From an optimization exercise on the open Yosys and OpenROAD flow, aimed at small area, a short achievable clock period and few clock cycles; shortcuts taken in it are not production practice. Function was not checked in any run shown here: the RTL went through the layout flow alone. No activity file was given, so power comes from the tool's default toggle rates.

## flow/design.v (module list and top-level ports; edited modules follow where they fit)
// module red_reduce: 890 lines
module red_reduce (
    input  wire        clk,
    input  wire        rst,         
    input  wire        in_valid,
    output reg         in_ready,
    input  wire        in_first,    
    input  wire        in_last,     
    input  wire [7:0]  op,
    input  wire [23:0] p0,
    input  wire [23:0] p1,
    input  wire [23:0] a,
    input  wire        a_ok,
    input  wire [23:0] b,
    input  wire        b_ok,
    output reg         out_valid,
    output reg  [23:0] r0,
    output wire [23:0] r1,
    output reg         r_ok,
    output reg         nsat,
    output reg         asat
);
  // ...
==> flow/flow/run.sh <==
#!/bin/bash
# Standard layout, with repair_timing aiming for extra setup slack so that the
# achieved period shrinks, and port buffers of an ordinary buffer cell; the
# constraints (SDC, clock period) are the design's.
set -euo pipefail
bash standard.sh "BUFFER_PORTS_ARGS=-buffer_cell sky130_fd_sc_hd__buf_2" SETUP_SLACK_MARGIN=9.75 finish > orfs_make.log 2>&1
==> flow/standard.sh <==
#!/bin/bash
# synth_recipe.tcl (not shown) runs the flow's synth.tcl, then flattens the netlist and writes it again
# the make line also repeats each setting of config.mk as NAME=value (left out here)
make -C /OpenROAD-flow-scripts/flow DESIGN_CONFIG=/design/flow/config.mk WORK_HOME=/design/flow/orfs CLKGATE_MAP_FILE= SYNTH_SCRIPT=/design/flow/synth_recipe.tcl "${@:-finish}"
==> flow/config.mk <==
export PLATFORM = sky130hd
export DESIGN_NAME = red_reduce
export DESIGN_NICKNAME = red_reduce
export VERILOG_FILES = /design/flow/design.v
export SDC_FILE = /design/flow/constraint.sdc
export NUM_CORES = 4
export LEC_CHECK = 0
export CAP_MARGIN = 20
export CORE_MARGIN = 2
export CORE_UTILIZATION = 40
export SLEW_MARGIN = 20
==> flow/constraint.sdc <==
create_clock -name core_clock -period 14.0 [get_ports {clk}]
set_input_delay 2.8000 -clock core_clock [delete_from_list [all_inputs] [get_ports {clk}]]
set_output_delay 2.8000 -clock core_clock [all_outputs]
set_load 0.01 [all_outputs]
==> flow_summary.ini, run 1 <==
[outcome]
status = timing/DRC/antenna clean

[routing]
wl_met1_mm = 52.6
dr_wl_met2_mm = 57.3
wl_mm = 124
viasPerCell = 5.51

[die]
die_y_um = 325
taps = 1368

[global_route]
grt_use_met2_pct = 38.0
grt_antenna_before_repair = 4

[final_layout]
n_clock_buffer = 81
comb.multi_input.count = 3413
top_register = acc
area_delta_synth_final_pct = 11.4
final_cell_mix = 566 x nand2_1, 425 x inv_1, 305 x dfxtp_1, 288 x o21ai_0, 279 x fa_1
seqCellArea_um2 = 11900

[clock_tree]
cts.sinks = 503
h-tree-depth = 2

[worst_setup_path]
cp.arrival_ns = 4.66
worstSetupEndpoint = ps[24]
cp-start-kind = register
cp_slowest_cell = fa_1

[timing]
post-route-period-util_pct = 29.8
whs_ns = 0.326
tns_ns = 0

[power_and_ir_drop]
power_uw = 7960
peakVddDrop_v = 0.000115
internal_power_uw = 4530
p_leak_uw = 0.0189
clk-power_uw = 1560
power.density_nw_per_um2 = 174

[synthesis]
synth_top_family_by_area = adder cells
synth_area_leaders = dfxtp_1 16%, fa_1 14%, edfxtp_1 13%
avgSynthCellArea_um2 = 8.86
synthAdderAreaFrac_pct = 21.1

[placed_design]
dp.cells = 5913
==> inputs of run 2 (changes only) <==
--- a/flow/design.v
+++ b/flow/design.v
@@ -8,17 +8,17 @@
     input  wire [7:0]  op,
     input  wire [23:0] p0,
     input  wire [23:0] p1,
     input  wire [23:0] a,
     input  wire        a_ok,
     input  wire [23:0] b,
     input  wire        b_ok,
     output reg         out_valid,
-    output reg  [23:0] r0,
+    output wire [23:0] r0,
     output wire [23:0] r1,
     output reg         r_ok,
     output reg         nsat,
     output reg         asat
 );
     localparam [2:0] K_SUM   = 3'd0;
     localparam [2:0] K_MEAN  = 3'd1;
     localparam [2:0] K_MIN   = 3'd2;
@@ -43,17 +43,17 @@
     wire [23:0] e_y   = e_rms ? a : b;
     reg  [11:0] e_bo, e_bt, e_bn;
     reg         e_m1;
     integer     i;
     always @(*) begin
         for (i = 0; i < 12; i = i + 1) begin
             e_m1    = (i == 0) ? 1'b0 : e_y[2*i-1];
             e_bn[i] = e_gm & e_y[2*i+1];
-            e_bo[i] = e_gm ? (e_y[2*i] ^ e_m1) : (i == 0) && take && a_ok && !e_mul && !e_mm;
+            e_bo[i] = e_gm ? (e_y[2*i] ^ e_m1) : (i == 0) && take && a_ok && (e_kind[2:1] == 2'b00);
             e_bt[i] = e_gm & ((e_y[2*i+1] & ~e_y[2*i] & ~e_m1) | (~e_y[2*i+1] & e_y[2*i] & e_m1));
         end
     end
     always @(posedge clk) begin
         v1 <= take;
         if (take && in_first) begin
             kind_v <= op[2:0];
             sh_v   <= p0[4:0];
@@ -690,33 +690,25 @@
     reg  [11:0] C3;               
     reg  [25:0] X;                
     reg  [23:0] Y;                
     reg  [4:0]  fi;               
     reg         sq_en;            
     reg         neg;              
     reg  [6:0]  frem;             
     reg  [1:0]  pend;             
-    reg         o_valid, o_ok, o_nsat, o_asat;
-    reg  [9:0]  r1_q;
-    assign r1 = {14'd0, r1_q};
-    always @(posedge clk) begin
-        out_valid <= o_valid && !rst;
-        r0        <= W[23:0];
-        r1_q      <= W[33:24];
-        r_ok      <= o_ok;
-        nsat      <= o_nsat;
-        asat      <= o_asat;
-    end
+    assign r0 = W[23:0];
+    assign r1 = {14'd0, W[33:24]};
     wire cap = full && (frem <= 7'd1);
     wire        minv_met = cnt >= ((mva == 11'd0) ? 11'd1 : mva);
     wire        acc_ovf  = !((&acc[57:47]) || !(|acc[57:47]));
     wire [47:0] acc_sat  = acc_ovf ? (acc[57] ? 48'h8000_0000_0000 : 48'h7FFF_FFFF_FFFF) : acc[47:0];
     wire [33:0] acc_abs  = acc[33:0] ^ {34{acc[57]}};
     wire [4:0]  nshift   = {2'd0, sha[4:2]} + {3'd0, sha[1:0]};    
+    wire        k_nrw    = (ka == K_SUM) || (ka == K_DOT);
     reg  [6:0]  F_cyc;
     always @(*) begin
         F_cyc = 7'd1;
         if (minv_met || ka == K_COUNT)
             case (ka)
                 K_SUM, K_DOT: F_cyc = {2'd0, nshift} + 7'd2;
                 K_MEAN:       F_cyc = 7'd15;
                 K_RMS:        F_cyc = 7'd28;
@@ -769,24 +761,24 @@
         else                  frem_n = 7'd0;
     end
     always @(posedge clk) begin
         if (rst) begin
             full      <= 1'b0;
             pend      <= 2'd0;
             frem      <= 7'd0;
             ph        <= P_OUT;
-            o_valid <= 1'b0;
+            out_valid <= 1'b0;
             in_ready  <= 1'b1;
         end else begin
             pend      <= pend_n;
             frem      <= frem_n;
             in_ready  <= !((pend_n >= 2'd2) || (pend_n == 2'd1 && frem_n > 7'd3) ||
                            (take && in_first && in_last));
-            o_valid <= (frem_n == 7'd1);
+            out_valid <= (frem_n == 7'd1);
             if (v2 && l2)
                 full <= 1'b1;
             else if (cap)
                 full <= 1'b0;
             if (cap)
                 ph <= (ka == K_COUNT || !minv_met) ? P_OUT :
                       (ka == K_SUM || ka == K_DOT) ? ((sha == 5'd0) ? P_NRW : P_SHR) :
                       (ka == K_MEAN || ka == K_RMS) ? P_DIV : P_OUT;
@@ -800,63 +792,38 @@
                     default: ;
                 endcase
         end
     end
     always @(posedge clk) begin
         if (cap) begin
             fk    <= ka;
             sq_en <= 1'b0;
-            o_ok  <= 1'b0;
-            o_nsat  <= 1'b0;
-            o_asat  <= 1'b0;
-            W     <= 48'd0;
-            if (ka == K_COUNT) begin
-                W    <= {37'd0, cnt};
-                o_ok <= 1'b1;
-            end else if (minv_met) begin
-                case (ka)
-                    K_MIN, K_MAX: begin
-                        W    <= {14'd0, acc[33:0]};
-                        o_ok <= 1'b1;
-                    end
-                    K_SUM, K_DOT: begin
-                        W    <= acc_sat;
-                        o_asat <= acc_ovf;
-                        X    <= {19'd0, 2'b00, sha};
-                    end
-                    K_MEAN: begin
-                        neg  <= acc[57];
-                        W    <= {acc_abs[23:0], 24'd0};
-                        R    <= acc_abs[33:24];
-                        C    <= cnt;
-                        C3   <= {1'b0, cnt} + {cnt, 1'b0};
-                        fi   <= 5'd11;
-                    end
-                    default: begin    
-                        neg  <= 1'b0;
-                        W    <= acc[47:0];
-                        R    <= acc[57:48];
-                        C    <= cnt;
-                        C3   <= {1'b0, cnt} + {cnt, 1'b0};
-                        X    <= 26'd0;
-                        Y    <= 24'd0;
-                        fi   <= 5'd23;
-                    end
-                endcase
-            end
+            r_ok  <= (ka == K_COUNT) || (minv_met && (ka == K_MIN || ka == K_MAX));
+            nsat  <= 1'b0;
+            asat  <= minv_met && k_nrw && acc_ovf;
+            W     <= (minv_met || ka == K_COUNT) ?
+                     (k_nrw ? acc_sat : (ka == K_MEAN) ? {acc_abs[23:0], 24'd0} :
+                      (acc[47:0] | {37'd0, (ka == K_COUNT) ? cnt : 11'd0})) : 48'd0;
+            X     <= {21'd0, k_nrw ? sha : 5'd0};
+            Y     <= 24'd0;
+            neg   <= (ka == K_MEAN) && acc[57];
+            R     <= (ka == K_MEAN) ? acc_abs[33:24] : acc[57:48];
+            C     <= cnt;
+            C3    <= {1'b0, cnt} + {cnt, 1'b0};
+            fi    <= (ka == K_MEAN) ? 5'd11 : 5'd23;
         end else begin
             case (ph)
                 P_SHR: begin
                     W <= shr_w;
                     X <= {19'd0, shr_s, shr_g, shr_c};
                 end
                 P_NRW: begin
-                    o_ok <= 1'b1;
-                    o_nsat <= n_hi || n_lo;
+                    r_ok <= 1'b1;
+                    nsat <= n_hi || n_lo;
                     W    <= {24'd0, n_hi ? 24'h7FFFFF : n_lo ? 24'h800000 : inc[23:0]};
                 end
                 P_DIV: begin
                     W     <= dv_w;
                     R     <= dv_r;
                     fi    <= fi - 5'd1;
                     sq_en <= 1'b1;
                     if (sq_en) begin
@@ -865,25 +832,25 @@
                     end
                 end
                 P_SQL: begin
                     X     <= sq_r;
                     Y     <= sq_y;
                     sq_en <= div_up;
                 end
                 P_RND: begin
-                    o_ok <= 1'b1;
+                    r_ok <= 1'b1;
                     W    <= {24'd0, inc[23:0]};
                 end
                 P_RUP: neg <= rt_up;
                 P_ROOT: begin
-                    o_ok <= 1'b1;
+                    r_ok <= 1'b1;
                     if (inc[24] || inc[23]) begin
                         W    <= {24'd0, 24'h7FFFFF};
-                        o_nsat <= 1'b1;
+                        nsat <= 1'b1;
                     end else begin
                         W    <= {24'd0, inc[23:0]};
                     end
                 end
                 default: ;
             endcase
         end
     end
==> run 2 against run 1 <==
Against the previous run:
- sequential cell count down 38
- die area fell by 1.2%
- hold slack worse by 0.0039 ns
- first-iteration DRC count decreased by 5.4%
- power shrank 13%
- still clean on timing, DRC and antenna
- critical endpoint is now r0[4]
==> flow_summary.ini, run 2 <==
[final_layout]
reg.largest.list = acc (58), W (48)
fin_util_pct = 44.7
layout-drive-gt1-share_pct = 10.5
area_delta_synth_final_pct = 10.6
fin_area_um2 = 44900
finalNetCount = 5339
final_cell_mix = 634 x nand2_1, 422 x inv_1, 306 x dfxtp_1, 287 x o21ai_0, 279 x fa_1
final_common_cell = nand2_1
nFillCells = 9815
top_register = acc
largest_register_ffs = 58

[timing]
rsz0062_at_grt = yes
tns_ns = 0
post-route-period-util_pct = 30.1
tightest_slew_ns = 0.967
fin_skew_ns = 0.0478
drv_slew = 0
hold_violations = 0
fin_crit_ns = 4.22
whs_ns = 0.322
max_slew_margin_pct = 35.5
finalSetupViolCount = 0
max_freq_mhz = 237

[power_and_ir_drop]
power.density_nw_per_um2 = 154
power_uw = 6910
p_leak_uw = 0.0184
peakVddDrop_v = 0.000120

[clock_tree]
clockRootBuffer = clkbuf_16
cts_tree = yes
clock_latency_ns = 0.66
path_clk_slew_ns = 0.06
cts_buffers = 57
cts.sinks = 465
clock_path_buffers = 3
h-tree-depth = 2

[die]
row_count = 116
die_y_um = 323
die_w_um = 323
die_area_um2 = 104000
io_pins = 164
coreArea_um2 = 100000
start_util_pct = 40.4

[worst_setup_path]
r2r_cells = 15
path_delay_family = flip-flops
cp-start-kind = register
rr_startpoint = f2
cp_slowest_cell = edfxtp_1
critPathCaptureType = primary output
cp_num_cells = 1
crit_required_ns = 11.20
max_stage_delay_ns = 0.54
r2r_setup_slack_ns = 9.82
crit_chain = buf_2
cp_max_fo = 7
r2r_end = acc[55]
cp.arrival_ns = 1.42
path_buf_inv = 1
path_class = reg -> out

[placed_design]
dpl_cell_area_um2 = 42000
place.port_buffers = 118
place_congestion = 0.934
dp_hpwl_mm = 88.5

[outcome]
status = timing/DRC/antenna clean

[synthesis]
synth_cells = 4738
synth_area_leaders = dfxtp_1 16%, fa_1 14%, edfxtp_1 9.9%
yosysMostFrequentCell = nand2_1
synth-edff-count = 134
ys_ff_latch = 465
async_flop_share_pct = 0
ys_seq_area_share_pct = 26.2
ys_warn_count = 1
synth-main-ff-cell = dfxtp_1
synthesis.area_um2 = 40600
ys_types = 88
yosysTopAreaCell = dfxtp_1
avgSynthCellArea_um2 = 8.57
ys_top_cells_by_count = 634 x nand2_1, 423 x inv_1, 331 x dfxtp_1
yosysTopAreaCellShare_pct = 16.3

[global_route]
grt_max_degree = 89
grt_util_all_layers_pct = 23.5
grt_overflow = 0
grt_pass1_vias = 33252
grt_pass1_wl_mm = 192
grt_antenna_before_repair = 4

[flow_run]
max_cap_violations = 0

[routing]
vias = 33963
final_antenna_net_count = 0
first_pass_iters = 8
wl_mm = 124
drtIter0Drc = 2812
drc = 0
viasPerCell = 5.56
routedWlPerCell_um = 20.3

[worst_hold_path]
worstHoldPathCells = 0
holdPathEnd = f2
hold_class = reg -> reg
hp-start = f1
-- run 2: through the flow --
stage / cells / worst slack, ns
2_1_floorplan: 4751 / 9.76
3_3_place_gp: 5948 / 8.81
3_5_place_dp: 5948 / 8.78
4_1_cts: 6082 / 9.71
5_1_grt: 6110 / 9.65
6_report: 6111 / 9.78
-- run 2: how the worst max path moves through the flow --
| stage | to | start | slack (ns) |
|---|---|---|---|
| floorplan | acc[56] | f2 | 9.76 |
| global placement | bo1[0] | in_first | 8.81 |
| detailed placement | bo1[0] | in_first | 8.78 |
| CTS | acc[55] | acc[1] | 9.71 |
| global route | acc[55] | f2 | 9.65 |
| finish | r0[4] | W[4] | 9.78 |
-- run 2: routing by layer --
metal	wire length [µm]	track usage, %
met4	4750	9.24
met3	9000	3.77
met1	52900	30.8
met2	57100	38.8
met5	33	0
-- run 2: kinds of logic (layout without fill, tap and decap cells) --
| group | Yosys count | count (layout) | synth area share, % |
|---|---|---|---|
| muxes | 38 | 38 | 1.02 |
| adders and majority gates | 524 | 524 | 21.3 |
| DFF | 465 | 465 | 26.2 |
| other | 1 | 15 | 0.00923 |
| buffers and inverters | 784 | 784 | 7.89 |
| xor gates and xnor gates | 461 | 461 | 9.94 |
| AOI/OAI and AO/OA | 1215 | 1215 | 19.4 |
| and+or+nand+nor | 1250 | 1252 | 14.2 |
-- run 2: timing repair --
| item | in CTS | in global routing |
|---|---|---|
| setup endpoints to repair | 96 | 67 |
| hold buffers | 0 | 0 |
| setup buffers | 26 | 23 |
| gates cloned | 0 | 5 |
| resized for setup | 40 | 62 |
| pin swaps | 0 | 6 |
-- run 2: report_power, final --
part | switching, µW | internal [µW]
sequential | 315 | 1700
combinational | 1990 | 1350
clock | 640 | 921
total | 2940 | 3970
-- run 2: area by class of cell --
type,instances,area [µm²],area share (%)
multi-input combinational,3504,27200,60.5
sequential,465,10700,23.8
timing repair buffer,252,1790,3.97
tap,1357,1700,3.78
clock buffer,76,1640,3.66
inverter,424,1590,3.55
clock inverter,32,345,0.769
antenna,1,2.50,0.00557

port drivers added, routing unchanged:
The results above use ideal ports. As a check the final layouts listed here were re-extracted and re-timed, cells and wires unchanged.
Step 1 sets driving cells, clkbuf_16 on the clock port and buf_2 on the other inputs (assumed; they add their load-dependent delay and slew).
Step 2, shift: input delay + t, output delay - t, t = (earliest + latest rising clock arrival at the registers) / 2. This alone moves slack from input paths to output paths.
Slacks: ideal / step 1 / step 2; pairs: ideal / step 1.
run | t (ns) | slack for setup (ns) | slew at the worst register clock pin (ns) | pins driven straight from the clock port
run 1 | 0.711 | 9.832 / 9.832 / 9.219 | 0.07 / 0.07 | 1
run 2 | 0.711 | 9.784 / 9.718 / 9.162 | 0.07 / 0.07 | 1
After both steps every run listed still meets setup and hold. For run 2, which loses most, drivers alone change the setup slack by -0.066 ns; drivers and shift together by -0.622 ns.
